What follows belongs to an exercise in optimizing a design on an open flow for small area, a short achievable clock period and few clock cycles; a production flow would make more cautious choices.
In this exercise RTL edits were held to simulation tests only and were not proved equivalent to the original.

[flow/design.v]
module bs16_fadd (
    input  wire [31:0] a,
    input  wire [31:0] b,
    output reg  [31:0] y
);
    wire        sa = a[31], sb = b[31];
    wire [7:0]  ea = a[30:23], eb = b[30:23];
    wire [22:0] fa = a[22:0], fb = b[22:0];
    wire a_nan = (ea == 8'hFF) && (fa != 23'd0);
    wire b_nan = (eb == 8'hFF) && (fb != 23'd0);
    wire a_inf = (ea == 8'hFF) && (fa == 23'd0);
    wire b_inf = (eb == 8'hFF) && (fb == 23'd0);
    wire        swap = {eb, fb} > {ea, fa};
    wire        sx = swap ? sb : sa;
    wire        sy = swap ? sa : sb;
    wire [7:0]  ex = swap ? eb : ea;
    wire [7:0]  ey = swap ? ea : eb;
    wire [22:0] fx = swap ? fb : fa;
    wire [22:0] fy = swap ? fa : fb;
    wire [7:0]  ex_e = (ex == 8'd0) ? 8'd1 : ex;             
    wire [7:0]  ey_e = (ey == 8'd0) ? 8'd1 : ey;
    wire [23:0] mx = {ex != 8'd0, fx};
    wire [23:0] my = {ey != 8'd0, fy};
    wire [7:0]  d  = ex_e - ey_e;
    wire        sub = sx ^ sy;
    wire [26:0] my_g   = {my, 3'b000};
    wire [26:0] my_sh  = (d > 8'd26) ? 27'd0 : (my_g >> d);
    wire [26:0] lost   = (d > 8'd26) ? my_g : (my_g & ~({27{1'b1}} << d));
    wire        stk    = |lost;
    wire [26:0] my_al  = {my_sh[26:1], my_sh[0] | stk};
    wire [27:0] mx_g   = {1'b0, mx, 3'b000};
    wire [27:0] sum    = sub ? (mx_g - {1'b0, my_al}) : (mx_g + {1'b0, my_al});
    reg  [4:0]  lz;
    integer i;
    always @(*) begin
        lz = 5'd27;
        for (i = 0; i < 27; i = i + 1)
            if (sum[i]) lz = 5'd26 - i[4:0];
    end
    reg  [26:0] nm;        
    reg  [9:0]  ne;        
    reg  [4:0]  lsh;
    always @(*) begin
        if (sum[27]) begin
            nm  = {sum[27:2], sum[1] | sum[0]};
            ne  = {2'b00, ex_e} + 10'd1;
            lsh = 5'd0;
        end else begin
            lsh = ({3'b000, lz} <= ex_e - 8'd1) ? lz : (ex_e[4:0] - 5'd1);
            nm  = sum[26:0] << lsh;
            ne  = {2'b00, ex_e} - {5'd0, lsh};
        end
    end
    wire        rnd_up = nm[2] & (nm[1] | nm[0] | nm[3]);
    wire [24:0] rm     = {1'b0, nm[26:3]} + {24'd0, rnd_up};
    wire [9:0]  re     = rm[24] ? ne + 10'd1 : ne;
    wire [23:0] rmn    = rm[24] ? rm[24:1] : rm[23:0];
    wire [7:0]  rfield = rmn[23] ? re[7:0] : 8'd0;
    always @(*) begin
        if (a_nan || b_nan || (a_inf && b_inf && (sa != sb)))
            y = 32'h7FC00000;
        else if (a_inf)
            y = {sa, 8'hFF, 23'd0};
        else if (b_inf)
            y = {sb, 8'hFF, 23'd0};
        else if (sum == 28'd0)
            y = {sa & sb, 31'd0};
        else if (re >= 10'd255)
            y = {sx, 8'hFF, 23'd0};
        else
            y = {sx, rfield, rmn[22:0]};
    end
endmodule
module bs16_hop (
    input  wire        clk,
    input  wire        rst,
    input  wire        in_valid,
    output wire        in_ready,
    input  wire        in_esc,
    input  wire [7:0]  in_e,
    input  wire [15:0] in_m,
    input  wire [31:0] in_f,
    input  wire [31:0] in_c,
    output wire        out_valid,
    input  wire        out_ready,
    output wire        out_esc,
    output wire [7:0]  out_e,
    output wire [31:0] out_data,
    output wire        out_last
);
    wire        m_neg = in_m[15];
    wire [15:0] m_mag = m_neg ? (16'd0 - in_m) : in_m;
    reg  [3:0]  m_lz;
    integer i;
    always @(*) begin
        m_lz = 4'd0;
        for (i = 0; i < 16; i = i + 1)
            if (m_mag[i]) m_lz = 4'd15 - i[3:0];
    end
    wire [15:0] m_norm  = m_mag << m_lz;
    wire [9:0]  m_bexp  = {2'b00, in_e} + 10'd1 - {6'd0, m_lz};    
    wire [22:0] m_subf  = {7'd0, m_mag} << (in_e + 8'd8);           
    reg  [31:0] dec;
    always @(*) begin
        if (m_mag == 16'd0)
            dec = 32'd0;
        else if (!m_bexp[9] && m_bexp != 10'd0)
            dec = {m_neg, m_bexp[7:0], m_norm[14:0], 8'd0};
        else
            dec = {m_neg, 8'd0, m_subf};
    end
    wire [31:0] part = in_esc ? in_f : dec;
    wire [31:0] sum;
    bs16_fadd u_add (.a(part), .b(in_c), .y(sum));
    wire        s_neg  = sum[31];
    wire [7:0]  s_ef   = sum[30:23];
    wire        s_fin  = (s_ef != 8'hFF);
    wire        s_zero = (sum[30:0] == 31'd0);
    wire [23:0] s_m    = {s_ef != 8'd0, sum[22:0]};
    reg  [4:0]  s_lz;
    always @(*) begin
        s_lz = 5'd0;
        for (i = 0; i < 24; i = i + 1)
            if (s_m[i]) s_lz = 5'd23 - i[4:0];
    end
    wire [23:0] s_mn = s_m << s_lz;
    wire signed [10:0] s_e = ((s_ef == 8'd0) ? 11'sd1 : $signed({3'b000, s_ef})) - $signed({6'd0, s_lz});
    wire [15:0] r9   = {1'b0, s_mn[23:9]} + {15'd0, s_mn[8] & ((|s_mn[7:0]) | s_mn[9])};
    wire        k8   = s_neg && (s_mn[23:8] == 16'h8000) && (s_mn[7:0] <= 8'h80);
    wire        k9   = (r9 != 16'h8000) || s_neg;
    wire signed [10:0] e_need = s_e - 11'sd9 + (k8 ? 11'sd8 : k9 ? 11'sd9 : 11'sd10);
    wire [8:0]  e_i  = s_zero ? 9'd0 : (e_need < 11'sd0) ? 9'd0 : e_need[8:0];
    reg  [31:0] buf_q [0:31];
    reg  [4:0]  cnt;           
    reg  [4:0]  idx;           
    reg         sending;
    reg  [8:0]  emax;
    reg         esc;
    assign in_ready = !sending;
    wire take = in_valid && in_ready;
    wire give = out_valid && out_ready;
    always @(posedge clk) begin
        if (rst) begin
            cnt     <= 5'd0;
            idx     <= 5'd0;
            sending <= 1'b0;
            emax    <= 9'd0;
            esc     <= 1'b0;
        end else begin
            if (take) begin
                buf_q[cnt] <= sum;
                cnt <= cnt + 5'd1;
                if (cnt == 5'd0) begin
                    emax <= e_i;
                    esc  <= in_esc || !s_fin;
                end else begin
                    if (e_i > emax) emax <= e_i;
                    if (in_esc || !s_fin) esc <= 1'b1;
                end
                if (cnt == 5'd31) sending <= 1'b1;
            end
            if (give) begin
                idx <= idx + 5'd1;
                if (idx == 5'd31) sending <= 1'b0;
            end
        end
    end
    wire        blk_esc = esc || (emax >= 9'd255);
    wire [31:0] v      = buf_q[idx];
    wire        v_neg  = v[31];
    wire [7:0]  v_ef   = v[30:23];
    wire [23:0] v_m    = {v_ef != 8'd0, v[22:0]};
    reg  [4:0]  v_lz;
    always @(*) begin
        v_lz = 5'd0;
        for (i = 0; i < 24; i = i + 1)
            if (v_m[i]) v_lz = 5'd23 - i[4:0];
    end
    wire [23:0] v_mn = v_m << v_lz;
    wire signed [10:0] v_e = ((v_ef == 8'd0) ? 11'sd1 : $signed({3'b000, v_ef})) - $signed({6'd0, v_lz});
    wire signed [11:0] v_k = $signed({3'b000, emax}) - 12'sd118 - ($signed({v_e[10], v_e}) - 12'sd127);
    wire [5:0]  k_c  = (v_k > 12'sd40) ? 6'd40 : v_k[5:0];
    wire [63:0] w    = {v_mn, 40'd0} >> k_c;
    wire [23:0] q    = w[63:40];
    wire        g    = w[39];
    wire        st   = |w[38:0];
    wire [23:0] qr   = q + {23'd0, g & (st | q[0])};
    wire [15:0] mant = (v[30:0] == 31'd0) ? 16'd0 : (v_neg ? (16'd0 - qr[15:0]) : qr[15:0]);
    assign out_valid = sending;
    assign out_esc   = blk_esc;
    assign out_e     = blk_esc ? 8'd0 : emax[7:0];
    assign out_data  = blk_esc ? v : {16'd0, mant};
    assign out_last  = (idx == 5'd31);
endmodule
[flow/run.sh]
#!/bin/bash
# synth_recipe.tcl (not shown) runs the flow's synth.tcl, then flattens the netlist and writes it again
# the make line also repeats each setting of config.mk as NAME=value (left out here)
make -C /OpenROAD-flow-scripts/flow DESIGN_CONFIG=/design/flow/config.mk WORK_HOME=/design/flow/orfs CLKGATE_MAP_FILE= SYNTH_SCRIPT=/design/flow/synth_recipe.tcl finish
[flow/config.mk]
export PLATFORM = sky130hd
export DESIGN_NAME = bs16_hop
export DESIGN_NICKNAME = bs16_hop
export VERILOG_FILES = /design/flow/design.v
export SDC_FILE = /design/flow/constraint.sdc
export NUM_CORES = 4
export LEC_CHECK = 0
export CAP_MARGIN = 20
export CORE_MARGIN = 2
export CORE_UTILIZATION = 40
export SETUP_SLACK_MARGIN = 2.0
export SLEW_MARGIN = 20
[flow/constraint.sdc]
create_clock -name core_clock -period 40.0 [get_ports {clk}]
set_input_delay 8.0000 -clock core_clock [delete_from_list [all_inputs] [get_ports {clk}]]
set_output_delay 8.0000 -clock core_clock [all_outputs]
set_load 0.01 [all_outputs]
==> results.txt <==
-- layout make-up --
cell class / instances / area share [%]
Antenna cell: 4 / 0.0137
Clock buffer: 124 / 3.50
Clock inverter: 55 / 0.761
Inverter: 192 / 1.00
Multi-Input combinational cell: 3890 / 43.7
Sequential cell: 1050 / 42.8
Tap cell: 2086 / 3.57
Timing Repair Buffer: 404 / 4.73
Timing Repair inverter: 1 / 0.00684
-- layer usage --
layer,vias up,routed length [microns],track usage (%)
li1,21900,-,-
met1,25500,91700,36.3
met2,2377,107000,44.8
met3,461,16700,3.01
met4,0,8890,9.17
met5,-,0,0
-- registers in the layout (all words and copies together) (netlist names), named ones only --
name and cells:
sending 1, emax 9, cnt 5, esc 1
idx 5, buf_q 1024
-- cell families (layout without fill, tap and decap cells) --
kind of cell | after synthesis | in the layout | synth area share [%]
AO/OA/AOI/OAI | 1350 | 1350 | 14.5
XOR/XNOR | 141 | 141 | 1.92
adder cells (fa/ha/maj) | 180 | 180 | 3.58
buffers and inverters | 512 | 776 | 3.19
flip-flops | 1050 | 1050 | 48.6
multiplexers | 585 | 585 | 15.7
other | 2 | 6 | 0.0117
AND/OR/NAND/NOR | 1631 | 1632 | 12.4
-- final timing paths --
| path | from | end | slack [ps] | cells after the start |
|---|---|---|---|---|
| worst max-delay path | in_m[2] | emax[5]$_SDFFE_PP0P_ | 3850 | 144 |
| worst min-delay path | idx[1]$_SDFFE_PP0P_ | register | 500 | 2 |
| worst max register to register | sending$_SDFF_PP0_ | buf_q[19][14]$_DFFE_PP_ | 36990 | 6 |
| worst min register to register | idx[1]$_SDFFE_PP0P_ | register | 500 | 2 |
-- Yosys cell counts, drive strengths merged, types with 31 or more instances --
master and n:
mux4 331, mux2i 198, o21a 31, or3 36
a211oi 52, and3 66, nand2 403, buf 108
ha 172, a22oi 35, nor2 469, xor2 50
nand3 137, a21oi 304, o21ai 283, inv 185
a21o 55, nand4 60, edfxtp 1024, a31oi 51
or2 37, o22ai 55, o211ai 71, nor2b 37
nand2b 46, xnor2 91, nor4 55, mux2 56
clkbuf 212, nor3 130, and2 63
-- critical path: cells and delay by family --
| kind | cells | cell delay [ps] |
|---|---|---|
| AO/OA/AOI/OAI | 62 | 11770 |
| AND/OR/NAND/NOR | 50 | 9840 |
| adder cells (fa/ha/maj) | 13 | 3530 |
| buffers and inverters | 16 | 2920 |
| multiplexers | 2 | 350 |
| XOR/XNOR | 1 | 170 |
-- what timing repair did --
action	in CTS	in global routing
resized for setup	30	124
pin swaps	3	23
gates cloned	1	1
endpoints found under the setup margin	9	9
hold buffers	0	0
setup buffers	6	27
-- per-stage QoR --
stage / TNS, ps / hold WS, ps / instance area, sq um
floorplan: 0 / 444 / 64300
global placement: 0 / 469 / 69100
detailed placement: -2810 / 489 / 69100
CTS: 0 / 500 / 72400
global route: 0 / 529 / 73100
finish: 0 / 496 / 73200
==> impl_metrics.csv <==
group,metric,value,unit
logic_synthesis,yosysTopAreaCell,"edfxtp_1",
timing,max_slew_margin,22.0,%
layout,multi_input_area,0.0319,sq mm
detailed_routing,vias,50200,
timing,fin_crit_sh,90.4,%
floorplan,io-pin-count,137,
logic_synthesis,ys.flop_type,"edfxtp_1",
worst_setup_path,worst_path_largest_cell_delay,660,ps
worst_setup_path,cp-end-kind,"register",
grt,grt.total_usage,26.8,%
floorplan,row_count,147,
grt,antenna_found_initial,0,
timing,layout_setup_ws,3850,ps
timing,post-route-min-period,36150,ps
cts,path_clk_slew,60,ps
placed_design,port_buffers,136,
layout,nNetsFinal,5908,
cts,clock-sinks,1050,
detailed_routing,totalWireLength,224000,microns
logic_synthesis,synth_cell_types,125,
cts,cts_tree,"done",
worst_setup_path,critPathRequiredTime,40550,ps
worst_setup_path,crit_type,"in -> reg",
min_path,worstHoldPathType,"reg -> reg",
timing,worst_slew_pin_slew,1140,ps
layout,final_util,45.7,%
worst_setup_path,cp_max_fo,35,
placed_design,hpwl,152000,microns
layout,mostFrequentLayoutCells,"1024 x edfxtp_1, 422 x nor2_1, 390 x nand2_1",
logic_synthesis,ys_top_cells_by_area,"edfxtp_1 48%, mux4_2 12%, ha_1 3.3%",
grt,grt_pass1_vias,48500,
cts,cts_buffer_depth,3,
run_status,status,"timing/DRC/antenna clean",
detailed_routing,wl_per_cell,28.7,microns
worst_setup_path,start_kind,"input pin",
logic_synthesis,syn_nets,5723,
detailed_routing,first_pass_iters,7,
placed_design,gp_congestion,0.988,
floorplan,dieHeight,405,microns
timing,rsz0062_at_grt,"false",
layout,final_layout_size_suffix_gt1_share,18.7,%
logic_synthesis,synth_edf_count,1024,
logic_synthesis,syn_area_per_cell,11.8,sq um
floorplan,start_util,40.2,%
timing,hold_viol,0,
logic_synthesis,syn-instance-count,5451,
worst_setup_path,critPathSlowestCell,"or4_1",
layout,area_delta_synth_final,13.8,%
layout,final_common_cell,"edfxtp_1",
logic_synthesis,ys_ff_latch,1050,
timing,fmax,0.0277,GHz
detailed_routing,avgViaCountPerCell,6.43,
layout,fill_cells,14500,
worst_setup_path,cp_data_arrival_time,36700,ps
timing,setup_viol,0,
floorplan,design.die.area,0.164,sq mm
floorplan,core-area,0.160,sq mm
logic_synthesis,ys_warn_count,2,
detailed_routing,ant_nets,0,
floorplan,die_w,405,microns
grt,grt_overflow_total,0,
logic_synthesis,synth.cell_area,0.0643,sq mm
cts,cts_buffers,97,
timing,finClkSkew,46.6,ps
cts,htree_levels,3,
grt,grt_pass1_wl,328000,microns
detailed_routing,drt_iter0_drc,5948,
timing,final-max-slew-violation-count,0,
placed_design,dp.cells,7587,
cts,clkLatencyLatePin,710,ps
worst_setup_path,cpMostUsedCell,"a21oi_1",
layout,seq_area,0.0313,sq mm
detailed_routing,drc_errors,0,
logic_synthesis,synth_top_area_share,47.8,%
cts,cts_root_buffer,"clkbuf_16",
logic_synthesis,synth.yosys.seq_area_share,48.6,%
grt,grt_start_max_net_pins,106,
logic_synthesis,synth-async-reset-ratio,0,%
placed_design,place_ws,-412,ps
layout,fin_cells,7806,
run,maxCapViolCount,0,
Testbench counts, summed over its fixed seeds: cycles 32,776.

[port drivers added, routing unchanged]
How much do the figures lean on ideal ports? The routed layout below was timed once more, with nothing changed but the port constraints. Step 1 assumes that a clkbuf_16 drives the clock port and a buf_2 every other input. Step 2, shift: input delay + t, output delay - t, t = (earliest + latest rising clock arrival at the registers) / 2. This alone moves slack from input paths to output paths. a / b / c = no drivers / after step 1 / after step 2; a / b = the first two.
shift t [ns]: 0.759
setup slack, ns: 3.853 / 3.902 / 3.143
worst setup path at the end: input to register
worst slew at a driven data input, ns: 0.05
After both steps this run still meets setup and hold. For this run, drivers alone change the setup slack by +0.049 ns; drivers and shift together by -0.710 ns.
